From an optimization exercise on the open Yosys and OpenROAD flow, aimed at small area, a short achievable clock period and few clock cycles per item; shortcuts taken in it are not production practice.
At most, simulation tests tie the RTL to the original design; equivalence was not proved.

==> inputs of maple <==
==> flow/design.v <==
module ostage_lane_a (
    input  wire        atype,      
    input  wire [31:0] acc,
    input  wire        is_float,
    input  wire [3:0]  ff,         
    input  wire [9:0]  a1,         
    input  wire [9:0]  a2,         
    output wire        s,          
    output wire        in_inf,
    output wire        in_nan,
    output wire        big,        
    output wire [8:0]  ef,         
    output wire [31:0] qt,         
    output wire        guard,
    output wire        sticky
);
    wire [7:0]  fexp    = acc[30:23];
    wire        fe_zero = (fexp == 8'd0);
    wire        fe_ones = (fexp == 8'hFF);
    wire        fm_zero = (acc[22:0] == 23'd0);
    assign      s       = acc[31];
    assign      in_inf  = atype & fe_ones & fm_zero;
    assign      in_nan  = atype & fe_ones & ~fm_zero;
    wire [31:0] m  = atype ? {~fe_zero, acc[22:0], 8'd0}
                           : (s ? (~acc + 32'd1) : acc);
    wire [7:0]  be = atype ? (fe_zero ? 8'd1 : fexp) : 8'd158;
    wire [9:0]  t = a1 - {2'b00, be};
    wire [9:0]  w = {2'b00, be} - a2;
    wire        z4 = (m[31:16] == 16'd0);
    wire [31:0] n4 = z4 ? {m[15:0], 16'd0} : m;
    wire        z3 = (n4[31:24] == 8'd0);
    wire [31:0] n3 = z3 ? {n4[23:0], 8'd0} : n4;
    wire        z2 = (n3[31:28] == 4'd0);
    wire [31:0] n2 = z2 ? {n3[27:0], 4'd0} : n3;
    wire        z1 = (n2[31:30] == 2'd0);
    wire [31:0] n1 = z1 ? {n2[29:0], 2'd0} : n2;
    wire        z0 = ~n1[31];
    wire [31:0] nm = z0 ? {n1[30:0], 1'b0} : n1;
    wire [4:0]  lz = {z4, z3, z2, z1, z0};
    wire        is_zero = ~nm[31];
    wire [9:0]  eb   = w - {5'd0, lz};                  
    wire        sub  = eb[9] | (eb == 10'd0);           
    wire        fnrm = is_float & ~sub;
    wire [9:0]  dv   = t + {5'd0, lz};
    assign      big  = dv[9] & ~is_zero;
    reg  [5:0]  dn;
    always @(*) begin
        case (1'b1)
            ff[0]:   dn = 6'd28;
            ff[1]:   dn = 6'd29;
            ff[2]:   dn = 6'd24;
            default: dn = 6'd8;
        endcase
    end
    wire [5:0]  sh   = fnrm ? dn : ((dv[9] | dv[8:6] != 3'd0) ? 6'd63 : dv[5:0]);
    wire [32:0] sr     = {nm, 1'b0} >> sh;
    assign      qt     = sr[32:1];
    assign      guard  = sr[0];
    reg  [31:0] smask;
    integer i;
    always @(*)
        for (i = 0; i < 32; i = i + 1)
            smask[i] = (sh > i + 1);
    assign      sticky = |(nm & smask);
    assign      ef     = (sub | is_zero) ? 9'd0 : eb[8:0];
endmodule
module ostage_lane_b (
    input  wire        s,
    input  wire        in_inf,
    input  wire        in_nan,
    input  wire        big,
    input  wire [8:0]  ef,
    input  wire [31:0] qt,
    input  wire        guard,
    input  wire        sticky,
    input  wire        is_float,
    input  wire [3:0]  ff,         
    input  wire [2:0]  fi,         
    input  wire        clamp_en,
    input  wire [34:0] b_lo,       
    input  wire [34:0] b_hi,
    input  wire        s_lo,       
    input  wire        s_hi,
    input  wire        z_lo,       
    input  wire        z_hi,
    input  wire [31:0] y_lo,       
    input  wire [31:0] y_hi,
    input  wire [31:0] wmask,      
    output wire [31:0] y,
    output wire        sat
);
    wire        rup = guard & (sticky | qt[0]);
    reg  [33:0] x;
    always @(*) begin
        if (in_inf || (!is_float && big))
            x = 34'h2_0000_0000;
        else if (!is_float)
            x = {2'b00, qt};
        else case (1'b1)
            ff[0]:   x = {22'd0, ef, qt[2:0]};
            ff[1]:   x = {23'd0, ef, qt[1:0]};
            ff[2]:   x = {18'd0, ef, qt[6:0]};
            default: x = {2'd0, ef, qt[22:0]};
        endcase
    end
    wire        ni = ~is_float & s;
    wire [34:0] r  = {ni, x ^ {34{ni}}} + {34'd0, rup ^ ni};
    wire [34:0] a     = {r[34] ^ ~is_float, r[33:0]};
    wire        lt_lo = a < b_lo;
    wire        gt_lo = a > b_lo;
    wire        lt_hi = a < b_hi;
    wire        gt_hi = a > b_hi;
    wire        fs    = is_float & s;
    wire        v_lt  = is_float ? ((~s & ~s_lo & lt_lo) | (s & s_lo & gt_lo) |
                                    (s & ~s_lo & (lt_lo | gt_lo | ~z_lo)))
                                 : lt_lo;
    wire        v_gt  = is_float ? ((~s & ~s_hi & gt_hi) | (s & s_hi & lt_hi) |
                                    (~s & s_hi & (lt_hi | gt_hi | ~z_hi)))
                                 : gt_hi;
    wire f_over = (ff[0] & ((|r[33:7]) | (r[6:0] == 7'h7F))) |
                  (ff[1] & ((|r[33:7]) | (r[6:2] == 5'h1F))) |
                  (ff[2] & ((|r[33:15]) | (r[14:7] == 8'hFF))) |
                  (ff[3] & ((|r[33:31]) | (r[30:23] == 8'hFF)));
    wire i_over = (fi[0] & ~((&r[34:7]) | ~(|r[34:7]))) |
                  (fi[1] & ~((&r[34:3]) | ~(|r[34:3]))) |
                  (fi[2] & ~((&r[34:31]) | ~(|r[34:31])));
    wire i_sat  = i_over & ~clamp_en;
    reg [31:0] maxf, nanf, v;
    always @(*) begin
        case (1'b1)
            ff[0]:   begin maxf = {24'd0, fs, 7'h7E};      nanf = 32'h7F;       end
            ff[1]:   begin maxf = {24'd0, fs, 7'h7B};      nanf = 32'h7E;       end
            ff[2]:   begin maxf = {16'd0, fs, 15'h7F7F};   nanf = 32'h7FC0;     end
            default: begin maxf = {fs, 31'h7F7FFFFF};      nanf = 32'h7FC00000; end
        endcase
        if (in_nan)
            v = is_float ? nanf : 32'd0;
        else if (clamp_en && v_lt)
            v = y_lo;
        else if (clamp_en && v_gt)
            v = y_hi;
        else if (is_float)
            v = f_over ? maxf : (r[31:0] | (fs ? ~(wmask >> 1) : 32'd0));
        else if (i_sat)
            v = r[34] ? ~(wmask >> 1) : (wmask >> 1);
        else
            v = r[31:0];
    end
    assign y   = v & wmask;
    assign sat = ~in_nan & (is_float ? f_over : i_sat);
endmodule
module ostage (
    input  wire         clk,
    input  wire         rst,           
    input  wire         in_valid,
    output wire         in_ready,
    input  wire         atype,         
    input  wire [127:0] acc,           
    input  wire [2:0]   ofmt,
    input  wire [5:0]   oshift,
    input  wire         clamp_en,
    input  wire [31:0]  clamp_lo,
    input  wire [31:0]  clamp_hi,
    output reg          out_valid,
    output reg  [127:0] y,             
    output reg  [3:0]   sat,
    output reg  [3:0]   ovf,
    output reg  [3:0]   nan
);
    assign in_ready = 1'b1;
    reg         v0, v1;
    reg         atype0, cen0, cen1;
    reg [127:0] acc0;
    reg [2:0]   ofmt0, ofmt1;
    reg [5:0]   oshift0;
    reg [31:0]  lo0, hi0, lo1, hi1;
    always @(posedge clk) begin
        if (rst) begin
            v0        <= 1'b0;
            v1        <= 1'b0;
            out_valid <= 1'b0;
        end else begin
            v0        <= in_valid;
            v1        <= v0;
            out_valid <= v1;
        end
    end
    always @(posedge clk) begin
        atype0  <= atype;
        acc0    <= acc;
        ofmt0   <= ofmt;
        oshift0 <= oshift;
        cen0    <= clamp_en;
        lo0     <= clamp_lo;
        hi0     <= clamp_hi;
        ofmt1   <= ofmt0;
        cen1    <= cen0;
        lo1     <= lo0;
        hi1     <= hi0;
    end
    wire       a_e4 = (ofmt0 == 3'd2);
    wire       a_e5 = (ofmt0 == 3'd3);
    wire       a_bf = (ofmt0 == 3'd4);
    wire       a_fp = (ofmt0 == 3'd5);
    wire       a_float = a_e4 | a_e5 | a_bf | a_fp;
    wire [3:0] a_ff = {a_fp, a_bf, a_e5, a_e4};
    wire [9:0] os   = {{4{oshift0[5]}}, oshift0};
    wire [9:0] c1   = a_e4 ? 10'd149 : a_e5 ? 10'd142 : a_bf ? 10'd25 : a_fp ? 10'd9 : 10'd158;
    wire [9:0] c2   = a_e4 ? 10'd120 : a_e5 ? 10'd112 : 10'd0;
    wire [9:0] a1   = c1 + os;
    wire [9:0] a2   = c2 + os;
    wire       f_e4 = (ofmt1 == 3'd2);
    wire       f_e5 = (ofmt1 == 3'd3);
    wire       f_bf = (ofmt1 == 3'd4);
    wire       f_fp = (ofmt1 == 3'd5);
    wire       i_8  = (ofmt1 == 3'd0);
    wire       i_4  = (ofmt1 == 3'd1);
    wire       i_32 = (ofmt1[2:1] == 2'b11);
    wire       is_float = f_e4 | f_e5 | f_bf | f_fp;
    wire [3:0] ff   = {f_fp, f_bf, f_e5, f_e4};
    wire [2:0] fi   = {i_32, i_4, i_8};
    wire [31:0] wmask = i_4 ? 32'h0000000F : (i_8 | f_e4 | f_e5) ? 32'h000000FF
                      : f_bf ? 32'h0000FFFF : 32'hFFFFFFFF;
    wire [31:0] y_lo = lo1 & wmask;
    wire [31:0] y_hi = hi1 & wmask;
    function [34:0] bop;
        input [31:0] b;
        reg          sg;
        reg   [30:0] mg;
        reg          inf;
        begin
            if (is_float) begin
                case (1'b1)
                    f_e4:    begin mg = {24'd0, b[6:0]};  inf = 1'b0;                end
                    f_e5:    begin mg = {24'd0, b[6:0]};  inf = (b[6:2] == 5'h1F);   end
                    f_bf:    begin mg = {16'd0, b[14:0]}; inf = (b[14:7] == 8'hFF);  end
                    default: begin mg = b[30:0];          inf = (b[30:23] == 8'hFF); end
                endcase
                bop = inf ? {1'b0, {34{1'b1}}} : {4'd0, mg};
            end else begin
                case (1'b1)
                    i_8:     sg = b[7];
                    i_4:     sg = b[3];
                    default: sg = b[31];
                endcase
                case (1'b1)
                    i_8:     bop = {~sg, {26{sg}}, b[7:0]};
                    i_4:     bop = {~sg, {30{sg}}, b[3:0]};
                    default: bop = {~sg, {2{sg}}, b[31:0]};
                endcase
            end
        end
    endfunction
    wire [34:0] b_lo = bop(lo1);
    wire [34:0] b_hi = bop(hi1);
    wire        s_lo = (y_lo & ~(wmask >> 1)) != 32'd0;
    wire        s_hi = (y_hi & ~(wmask >> 1)) != 32'd0;
    wire        z_lo = (y_lo & (wmask >> 1)) == 32'd0;
    wire        z_hi = (y_hi & (wmask >> 1)) == 32'd0;
    wire [127:0] y_c;
    wire [3:0]   sat_c;
    genvar k;
    generate
        for (k = 0; k < 4; k = k + 1) begin : g_lane
            wire        s_a, inf_a, nan_a, big_a, guard_a, sticky_a;
            wire [8:0]  ef_a;
            wire [31:0] qt_a;
            reg         s1, inf1, nan1, big1, guard1, sticky1;
            reg  [8:0]  ef1;
            reg  [31:0] qt1;
            ostage_lane_a u_a (
                .atype    (atype0),
                .acc      (acc0[32*k +: 32]),
                .is_float (a_float),
                .ff       (a_ff),
                .a1       (a1),
                .a2       (a2),
                .s        (s_a),
                .in_inf   (inf_a),
                .in_nan   (nan_a),
                .big      (big_a),
                .ef       (ef_a),
                .qt       (qt_a),
                .guard    (guard_a),
                .sticky   (sticky_a)
            );
            always @(posedge clk) begin
                s1      <= s_a;
                inf1    <= inf_a;
                nan1    <= nan_a;
                big1    <= big_a;
                ef1     <= ef_a;
                qt1     <= qt_a;
                guard1  <= guard_a;
                sticky1 <= sticky_a;
            end
            ostage_lane_b u_b (
                .s        (s1),
                .in_inf   (inf1),
                .in_nan   (nan1),
                .big      (big1),
                .ef       (ef1),
                .qt       (qt1),
                .guard    (guard1),
                .sticky   (sticky1),
                .is_float (is_float),
                .ff       (ff),
                .fi       (fi),
                .clamp_en (cen1),
                .b_lo     (b_lo),
                .b_hi     (b_hi),
                .s_lo     (s_lo),
                .s_hi     (s_hi),
                .z_lo     (z_lo),
                .z_hi     (z_hi),
                .y_lo     (y_lo),
                .y_hi     (y_hi),
                .wmask    (wmask),
                .y        (y_c[32*k +: 32]),
                .sat      (sat_c[k])
            );
            always @(posedge clk) begin
                y[32*k +: 32] <= y_c[32*k +: 32];
                sat[k]        <= sat_c[k];
                ovf[k]        <= inf1;
                nan[k]        <= nan1;
            end
        end
    endgenerate
endmodule
==> flow/flow/run.sh <==
#!/bin/bash
# Layout flow: the standard layout (standard.sh: standard synthesis,
# floorplan, placement, CTS, routing) with one change: the timing repair
# steps (repair_timing after floorplan, CTS and global routing) aim for a
# setup slack margin of SETUP_MARGIN ns, so that they size and buffer the
# design for a shorter period than the clock's.  The SDC is the standard flow's own.
# make's output goes to layout.log here.
set -euo pipefail
W=$(pwd)
SETUP_MARGIN=$(cat "$W/flow/setup_margin")
bash standard.sh SETUP_SLACK_MARGIN="$SETUP_MARGIN" finish > "$W/layout.log" 2>&1
==> flow/flow/setup_margin <==
22
==> flow/standard.sh <==
#!/bin/bash
# synth_recipe.tcl (not shown) runs the flow's synth.tcl, then flattens the netlist and writes it again
# the make line also repeats each setting of config.mk as NAME=value (left out here)
make -C /OpenROAD-flow-scripts/flow DESIGN_CONFIG=/design/flow/config.mk WORK_HOME=/design/flow/orfs CLKGATE_MAP_FILE= SYNTH_SCRIPT=/design/flow/synth_recipe.tcl "${@:-finish}"
==> flow/config.mk <==
export PLATFORM = sky130hd
export DESIGN_NAME = ostage
export DESIGN_NICKNAME = ostage
export VERILOG_FILES = /design/flow/design.v
export SDC_FILE = /design/flow/constraint.sdc
export NUM_CORES = 4
export LEC_CHECK = 0
export ABC_AREA = 1
export CAP_MARGIN = 20
export CORE_MARGIN = 2
export CORE_UTILIZATION = 50
export PLACE_DENSITY = 0.6
export SLEW_MARGIN = 20
==> flow/constraint.sdc <==
create_clock -name core_clock -period 30.0 [get_ports {clk}]
set_input_delay 6.0000 -clock core_clock [delete_from_list [all_inputs] [get_ports {clk}]]
set_output_delay 6.0000 -clock core_clock [all_outputs]
set_load 0.01 [all_outputs]
==> inputs of raven, as changes to maple <==
--- a/flow/design.v
+++ b/flow/design.v
@@ -9,9 +9,6 @@
     output wire        in_inf,
     output wire        in_nan,
-    output wire        big,        
-    output wire [8:0]  ef,         
-    output wire [31:0] qt,         
-    output wire        guard,
-    output wire        sticky
+    output wire [33:0] xo,         
+    output wire        ro          
 );
     wire [7:0]  fexp    = acc[30:23];
@@ -43,5 +40,5 @@
     wire        fnrm = is_float & ~sub;
     wire [9:0]  dv   = t + {5'd0, lz};
-    assign      big  = dv[9] & ~is_zero;
+    wire        big  = dv[9] & ~is_zero;           
     reg  [5:0]  dn;
     always @(*) begin
@@ -55,6 +52,6 @@
     wire [5:0]  sh   = fnrm ? dn : ((dv[9] | dv[8:6] != 3'd0) ? 6'd63 : dv[5:0]);
     wire [32:0] sr     = {nm, 1'b0} >> sh;
-    assign      qt     = sr[32:1];
-    assign      guard  = sr[0];
+    wire [31:0] qt     = sr[32:1];
+    wire        guard  = sr[0];
     reg  [31:0] smask;
     integer i;
@@ -62,16 +59,29 @@
         for (i = 0; i < 32; i = i + 1)
             smask[i] = (sh > i + 1);
-    assign      sticky = |(nm & smask);
-    assign      ef     = (sub | is_zero) ? 9'd0 : eb[8:0];
+    wire        sticky = |(nm & smask);
+    wire        rup    = guard & (sticky | qt[0]);
+    wire [8:0]  ef     = (sub | is_zero) ? 9'd0 : eb[8:0];
+    reg  [33:0] x;
+    always @(*) begin
+        if (in_inf || (!is_float && big))
+            x = 34'h2_0000_0000;
+        else if (!is_float)
+            x = {2'b00, qt};
+        else case (1'b1)
+            ff[0]:   x = {22'd0, ef, qt[2:0]};
+            ff[1]:   x = {23'd0, ef, qt[1:0]};
+            ff[2]:   x = {18'd0, ef, qt[6:0]};
+            default: x = {2'd0, ef, qt[22:0]};
+        endcase
+    end
+    wire        ni = ~is_float & s;
+    assign      xo = x ^ {34{ni}};
+    assign      ro = rup ^ ni;
 endmodule
 module ostage_lane_b (
     input  wire        s,
-    input  wire        in_inf,
     input  wire        in_nan,
-    input  wire        big,
-    input  wire [8:0]  ef,
-    input  wire [31:0] qt,
-    input  wire        guard,
-    input  wire        sticky,
+    input  wire [33:0] xo,
+    input  wire        ro,
     input  wire        is_float,
     input  wire [3:0]  ff,         
@@ -87,23 +97,12 @@
     input  wire [31:0] y_hi,
     input  wire [31:0] wmask,      
+    input  wire [31:0] sbit,       
+    input  wire [31:0] maxf,       
+    input  wire [31:0] nanf,       
     output wire [31:0] y,
     output wire        sat
 );
-    wire        rup = guard & (sticky | qt[0]);
-    reg  [33:0] x;
-    always @(*) begin
-        if (in_inf || (!is_float && big))
-            x = 34'h2_0000_0000;
-        else if (!is_float)
-            x = {2'b00, qt};
-        else case (1'b1)
-            ff[0]:   x = {22'd0, ef, qt[2:0]};
-            ff[1]:   x = {23'd0, ef, qt[1:0]};
-            ff[2]:   x = {18'd0, ef, qt[6:0]};
-            default: x = {2'd0, ef, qt[22:0]};
-        endcase
-    end
     wire        ni = ~is_float & s;
-    wire [34:0] r  = {ni, x ^ {34{ni}}} + {34'd0, rup ^ ni};
+    wire [34:0] r  = {ni, xo} + {34'd0, ro};
     wire [34:0] a     = {r[34] ^ ~is_float, r[33:0]};
     wire        lt_lo = a < b_lo;
@@ -111,5 +110,4 @@
     wire        lt_hi = a < b_hi;
     wire        gt_hi = a > b_hi;
-    wire        fs    = is_float & s;
     wire        v_lt  = is_float ? ((~s & ~s_lo & lt_lo) | (s & s_lo & gt_lo) |
                                     (s & ~s_lo & (lt_lo | gt_lo | ~z_lo)))
@@ -125,28 +123,17 @@
                   (fi[1] & ~((&r[34:3]) | ~(|r[34:3]))) |
                   (fi[2] & ~((&r[34:31]) | ~(|r[34:31])));
-    wire i_sat  = i_over & ~clamp_en;
-    reg [31:0] maxf, nanf, v;
-    always @(*) begin
-        case (1'b1)
-            ff[0]:   begin maxf = {24'd0, fs, 7'h7E};      nanf = 32'h7F;       end
-            ff[1]:   begin maxf = {24'd0, fs, 7'h7B};      nanf = 32'h7E;       end
-            ff[2]:   begin maxf = {16'd0, fs, 15'h7F7F};   nanf = 32'h7FC0;     end
-            default: begin maxf = {fs, 31'h7F7FFFFF};      nanf = 32'h7FC00000; end
-        endcase
-        if (in_nan)
-            v = is_float ? nanf : 32'd0;
-        else if (clamp_en && v_lt)
-            v = y_lo;
-        else if (clamp_en && v_gt)
-            v = y_hi;
-        else if (is_float)
-            v = f_over ? maxf : (r[31:0] | (fs ? ~(wmask >> 1) : 32'd0));
-        else if (i_sat)
-            v = r[34] ? ~(wmask >> 1) : (wmask >> 1);
-        else
-            v = r[31:0];
-    end
-    assign y   = v & wmask;
-    assign sat = ~in_nan & (is_float ? f_over : i_sat);
+    wire over   = is_float ? f_over : (i_over & ~clamp_en);
+    wire        sel_lo = ~in_nan & clamp_en & v_lt;
+    wire        sel_hi = ~in_nan & clamp_en & v_gt;
+    wire        keep   = ~in_nan & ~(clamp_en & (v_lt | v_gt));
+    wire        sel_c  = keep & over;
+    wire        sel_r  = keep & ~over;
+    wire [31:0] cval   = is_float ? (maxf | (s ? sbit : 32'd0))
+                                  : (r[34] ? sbit : (wmask & ~sbit));
+    wire [31:0] rval   = is_float ? (r[31:0] | (s ? sbit : 32'd0))
+                                  : (r[31:0] & wmask);
+    assign y   = ({32{in_nan}} & nanf) | ({32{sel_lo}} & y_lo) | ({32{sel_hi}} & y_hi) |
+                 ({32{sel_c}} & cval) | ({32{sel_r}} & rval);
+    assign sat = ~in_nan & over;
 endmodule
 module ostage (
@@ -258,4 +245,7 @@
     wire        z_lo = (y_lo & (wmask >> 1)) == 32'd0;
     wire        z_hi = (y_hi & (wmask >> 1)) == 32'd0;
+    wire [31:0] sbit = wmask & ~(wmask >> 1);
+    wire [31:0] maxf = f_e4 ? 32'h7E : f_e5 ? 32'h7B : f_bf ? 32'h7F7F : 32'h7F7FFFFF;
+    wire [31:0] nanf = f_e4 ? 32'h7F : f_e5 ? 32'h7E : f_bf ? 32'h7FC0 : f_fp ? 32'h7FC00000 : 32'd0;
     wire [127:0] y_c;
     wire [3:0]   sat_c;
@@ -263,10 +253,8 @@
     generate
         for (k = 0; k < 4; k = k + 1) begin : g_lane
-            wire        s_a, inf_a, nan_a, big_a, guard_a, sticky_a;
-            wire [8:0]  ef_a;
-            wire [31:0] qt_a;
-            reg         s1, inf1, nan1, big1, guard1, sticky1;
-            reg  [8:0]  ef1;
-            reg  [31:0] qt1;
+            wire        s_a, inf_a, nan_a, ro_a;
+            wire [33:0] xo_a;
+            reg         s1, inf1, nan1, ro1;
+            reg  [33:0] xo1;
             ostage_lane_a u_a (
                 .atype    (atype0),
@@ -279,29 +267,19 @@
                 .in_inf   (inf_a),
                 .in_nan   (nan_a),
-                .big      (big_a),
-                .ef       (ef_a),
-                .qt       (qt_a),
-                .guard    (guard_a),
-                .sticky   (sticky_a)
+                .xo       (xo_a),
+                .ro       (ro_a)
             );
             always @(posedge clk) begin
-                s1      <= s_a;
-                inf1    <= inf_a;
-                nan1    <= nan_a;
-                big1    <= big_a;
-                ef1     <= ef_a;
-                qt1     <= qt_a;
-                guard1  <= guard_a;
-                sticky1 <= sticky_a;
+                s1   <= s_a;
+                inf1 <= inf_a;
+                nan1 <= nan_a;
+                xo1  <= xo_a;
+                ro1  <= ro_a;
             end
             ostage_lane_b u_b (
                 .s        (s1),
-                .in_inf   (inf1),
                 .in_nan   (nan1),
-                .big      (big1),
-                .ef       (ef1),
-                .qt       (qt1),
-                .guard    (guard1),
-                .sticky   (sticky1),
+                .xo       (xo1),
+                .ro       (ro1),
                 .is_float (is_float),
                 .ff       (ff),
@@ -317,4 +295,7 @@
                 .y_hi     (y_hi),
                 .wmask    (wmask),
+                .sbit     (sbit),
+                .maxf     (maxf),
+                .nanf     (nanf),
                 .y        (y_c[32*k +: 32]),
                 .sat      (sat_c[k])
==> flow/flow/run.sh (replaced) <==
#!/bin/bash
# Layout flow: the standard layout (standard.sh: standard synthesis,
# floorplan, placement, CTS, routing) with two changes:
# - the timing repair steps (repair_timing after floorplan, CTS and global
#   routing) aim for a setup slack margin of flow/setup_margin ns, so that
#   they size and buffer the design for a shorter period than the clock's;
# - the port buffers that ORFS inserts on every input and output are
#   sky130_fd_sc_hd__buf_2 cells instead of the default delay buffers.
# The SDC is the standard flow's own.  make's output goes to layout.log here.
set -euo pipefail
W=$(pwd)
SETUP_MARGIN=$(cat "$W/flow/setup_margin")
bash standard.sh SETUP_SLACK_MARGIN="$SETUP_MARGIN" \
  "BUFFER_PORTS_ARGS=-buffer_cell sky130_fd_sc_hd__buf_2" finish > "$W/layout.log" 2>&1
--- a/flow/config.mk
+++ b/flow/config.mk
@@ -9,5 +9,5 @@
 export CAP_MARGIN = 20
 export CORE_MARGIN = 2
-export CORE_UTILIZATION = 50
-export PLACE_DENSITY = 0.6
+export CORE_UTILIZATION = 35
+export PLACE_DENSITY = 0.45
 export SLEW_MARGIN = 20
==> summary.md <==
| Metric | Value |
|---|---|
| Status | complete, no violations |
| Placed standard-cell area | 68200 sq um |
| Signal buf overhead | 0.0785 |
| Per-instance average area after synthesis | 5.85 sq um |
| Crit path max-delay cell type | sky130_fd_sc_hd__clkdlybuf4s50_1 |
| Cell area after synthesis | 63800 sq um |
| Top post-synthesis cells by count | sky130_fd_sc_hd__nand2_1 (3221), sky130_fd_sc_hd__nand3_1 (1477), sky130_fd_sc_hd__inv_1 (1167) |
the above is filed under maple

==> summary.md <==
| Metric | Value |
|---|---|
| Placed standard-cell area | 61600 sq um |
| Status | complete, no violations |
| Signal buf overhead | 0.0807 |
| Per-instance average area after synthesis | 6.08 sq um |
the above is filed under raven

Testbench counts of raven, summed over its fixed seeds: cycles 24,024, items 96,000.
The RTL of maple was laid out without a check of its function.

[port drivers added, routing unchanged]
How much do the figures lean on ideal ports? The routed layouts below were timed once more, with nothing changed but the port constraints.
Step 1 (the two cells are an assumption about what drives the block):
set clk [get_ports {clk}]
set_driving_cell -lib_cell sky130_fd_sc_hd__clkbuf_16 $clk
set_driving_cell -lib_cell sky130_fd_sc_hd__buf_2 [delete_from_list [all_inputs] $clk]
Step 2 adds t to the input delays and takes it off the output delays; t is the mean of the earliest and latest rising clock arrival at the registers after step 1. Input paths then give back, and output paths get back, about the clock's delay inside the block.
Slacks: ideal / step 1 / step 2; pairs: ideal / step 1.
run | t, ns | setup WS [ns] | hold slack, ns | cell pins on the clock port's net
maple | 0.791 | 22.130 / 22.050 / 22.186 | 0.326 / 0.326 / 0.326 | 1
raven | 0.796 | 21.919 / 21.919 / 21.919 | 0.317 / 0.317 / 0.317 | 1
After both steps setup and hold are still met in every run listed.
